Background: an optimization exercise with open tools, aiming at small area. Do not read the settings as production practice.
The RTL was checked by simulation tests, not by an equivalence proof against the original design.

==> flow/design.v <==
`default_nettype none
module scl_pulse (
    input  wire        clk,
    input  wire        rst,               
    input  wire [16:0] cfg_const,         
    input  wire        cfg_test,          
    input  wire [15:0] cfg_tick_len,      
    input  wire        tick,              
    input  wire [47:0] e_uj,              
    output reg         pls,               
    output reg  [31:0] backlog,           
    output reg         bklg_evt           
);
    localparam [29:0] KD = 30'd439453125;    
    reg  [7:0]  cnt;
    wire        ph_mul  = (cnt >= 8'd56)  && (cnt <= 8'd103);
    wire        ph_div  = (cnt >= 8'd104) && (cnt <= 8'd127);
    wire        ph_tot  = (cnt >= 8'd128) && (cnt <= 8'd182);   
    wire        ph_rot  = (cnt >= 8'd128) && (cnt <= 8'd169);   
    wire        rh_mul  = (cnt >= 8'd56)  && (cnt <= 8'd80);    
    wire        rh_ld   = (cnt >= 8'd128) && (cnt <= 8'd152);   
    wire        q_on    = (cnt <= 8'd151);            
    wire        n_on    = (cnt <= 8'd135);            
    wire        s_on    = (cnt >= 8'd160);            
    wire [2:0]  kb      = cnt[2:0];                   
    wire        idle    = (cnt == 8'd215);
    reg  [65:0] z;
    reg  [24:0] rh;           
    reg         rz;           
    reg  [54:0] t_q;          
    reg         tz;           
    reg         c1, b2;       
    reg         sat;          
    wire [7:0]  n_max = cfg_test ? 8'd200 : 8'd4;
    wire        cin   = rh[0] & ~rz & rh_mul;
    wire [18:0] m_s   = {1'b0, z[65:48]} + (z[0] ? {2'b0, cfg_const} : 19'd0) + {1'b0, cin, 17'd0};
    wire [29:0] d_v   = z[65:36];
    wire [30:0] d_sub = {1'b0, d_v} - {1'b0, KD};
    wire        d_ge  = ~d_sub[30];
    wire [28:0] d_r   = d_ge ? d_sub[28:0] : d_v[28:0];
    wire        t_b   = t_q[0] & ~tz;
    wire        q_b   = z[0] & q_on;
    wire        s1    = t_b ^ q_b ^ c1;
    wire        c1_n  = (t_b & q_b) | (c1 & (t_b ^ q_b));
    wire        n_b   = n_on & n_max[kb];
    wire        y     = s1 ^ n_b ^ b2;
    wire        b2_n  = (~s1 & (n_b | b2)) | (n_b & b2);
    always @(posedge clk) begin
        if (tick) begin
            z[47:0]  <= e_uj;
            z[65]    <= 1'b0;
            if (rz)
                z[64:48] <= 17'd0;
        end else if (ph_mul)
            z <= {m_s[18:1], m_s[0], z[47:1]};
        else if (ph_div)
            z <= {d_r, z[35:0], d_ge};
        else if (ph_rot)
            z <= {z[0], z[65:1]};
        else begin
            z[47:0] <= z[48:1];
            z[65]   <= z[0];
        end
        if (rh_mul || rh_ld)
            rh <= {z[41], rh[24:1]};
        if (ph_tot)
            t_q <= {y, t_q[54:1]};
        if (ph_tot) begin
            c1 <= c1_n;
            b2 <= b2_n;
        end else begin
            c1 <= 1'b0;
            b2 <= 1'b0;
        end
        if (tick || rst)
            sat <= 1'b0;
        else if (ph_tot && s_on && s1)
            sat <= 1'b1;
        if (rst) begin
            cnt <= 8'd215;
            rz  <= 1'b1;
            tz  <= 1'b1;
        end else begin
            if (tick)
                cnt <= 8'd56;
            else if (!idle)
                cnt <= cnt + 8'd1;
            if (cnt == 8'd169)
                rz <= 1'b0;
            if (cnt == 8'd182)
                tz <= b2_n;
        end
    end
    wire [4:0]  n_hi  = t_q[7:3] + 5'b11001;
    wire [7:0]  n_new = !tz     ? n_max :
                        cfg_test ? {n_hi, t_q[2:0]} : {6'd0, t_q[1:0]};
    reg  [7:0]  win_n;        
    reg  [7:0]  left;         
    reg  [16:0] dacc;
    reg  [14:0] wc;
    wire        start  = (left != 8'd0) && !dacc[16];
    wire [8:0]  da_p   = dacc[7:0] + win_n + {7'd0, start};
    wire [16:0] da_h   = start ? {1'b1, ~cfg_tick_len} : {dacc[16:8], 8'd0};
    wire [16:0] da_n   = da_h + {8'd0, da_p};
    wire [7:0]  w_h    = (cfg_test && win_n > 8'd4) ? win_n : 8'd5;
    wire [14:0] wc_b   = start ? cfg_tick_len[15:1] : wc;
    wire [15:0] wc_n   = {1'b0, wc_b} - {8'd0, w_h};
    always @(posedge clk) begin
        wc <= wc_n[14:0];
        if (cnt == 8'd213) begin
            win_n <= n_new;
            dacc  <= 17'h1FFFF;
        end else begin
            dacc  <= da_n;
        end
        if (rst) begin
            left     <= 8'd0;
            pls      <= 1'b0;
            backlog  <= 32'd0;
            bklg_evt <= 1'b0;
        end else begin
            if (cnt == 8'd214)
                left <= win_n;
            else if (start)
                left <= left - 8'd1;
            pls <= start | (pls & ~wc_n[15]);
            if (idle) begin
                backlog[31:8] <= {24{sat}} | ({24{~tz}} & t_q[31:8]);
                backlog[7:0]  <= sat ? ~n_max : ({8{~tz}} & t_q[7:0]);
                bklg_evt      <= bklg_evt | sat;
            end
        end
    end
endmodule
`default_nettype wire
clock: 20.0 ns
lec_check: 0
cap_margin: 20
core_margin: 2
core_utilization: 40
slew_margin: 20
standard.sh (not shown) runs the stock make flow with config.mk's settings and CLKGATE_MAP_FILE= SYNTH_SCRIPT=/design/flow/synth_recipe.tcl, a recipe that flattens the netlist after the stock synthesis.
==> flow/flow/run.sh <==
#!/bin/bash
# Own layout flow: the standard ORFS flow (standard.sh) with
#  - synthesis: the standard synthesis script, but ABC maps with an area
#    oriented script (flow/abc.script) and Yosys's full-adder extraction is
#    off; registers, their names and cell types are as in the standard one;
#  - every port still gets a buffer, of the smallest buffer cell;
#  - clock tree synthesis without dummy loads and with smaller buffers.
# Each make run writes its full output to a log file in the work folder.
set -euo pipefail
W=$(pwd)
F=$W/flow
cat > $W/own_synth.tcl <<EOT
proc abc {args} {
  set i [lsearch -exact \$args -script]
  if {\$i >= 0} { lset args [expr {\$i + 1}] $F/abc.script }
  yosys abc {*}\$args
}
source $W/synth_recipe.tcl
EOT
CTS="-sink_clustering_enable -repair_clock_nets -dont_use_dummy_load -buf_list sky130_fd_sc_hd__clkbuf_4 -sink_clustering_size 10 -sink_clustering_max_diameter 60"
bash standard.sh SYNTH_SCRIPT=$W/own_synth.tcl ADDER_MAP_FILE= \
  "BUFFER_PORTS_ARGS=-buffer_cell sky130_fd_sc_hd__buf_1" \
  "CTS_ARGS=$CTS" finish > $W/make_finish.log 2>&1
==> flow/flow/abc.script <==
strash
&get -n
&deepsyn -T 20
&put
dch -f
amap
topo
The baseline ran to the end with no violations.
Then changed:
CORE_UTILIZATION = 60   (was 40)
=> Synthesized cell count does not change; area after synthesis is unchanged; setup slack gets better by 92 ps; via count hardly moves; clock-buffer cell count drops by 1; routed wire length drops by a few percent; non-clock buffer count drops by 3.

[port drivers added, routing unchanged]
Ports are ideal in the flow. The routed layouts listed here were re-timed in OpenROAD.
Step 1 assumes that a clkbuf_16 drives the clock port and a buf_2 every other input.
Step 2 times the ports against the registers' clock, not the clock port: input delays grow and output delays shrink by t, the midpoint of the rising clock arrivals with the driver on.
a / b / c = ideal / step 1 / step 2; a / b = the first two.
run	t, ns	setup WS [ns]	hold WS [ns]
the first run	0.697	10.118 / 10.137 / 9.440	0.409 / 0.409 / 0.409
the second run	0.660	10.210 / 10.233 / 9.573	0.369 / 0.369 / 0.369
After both steps every run listed still meets setup and hold. For the first run, which loses most, drivers alone change the setup slack by +0.019 ns; drivers and shift together by -0.678 ns.
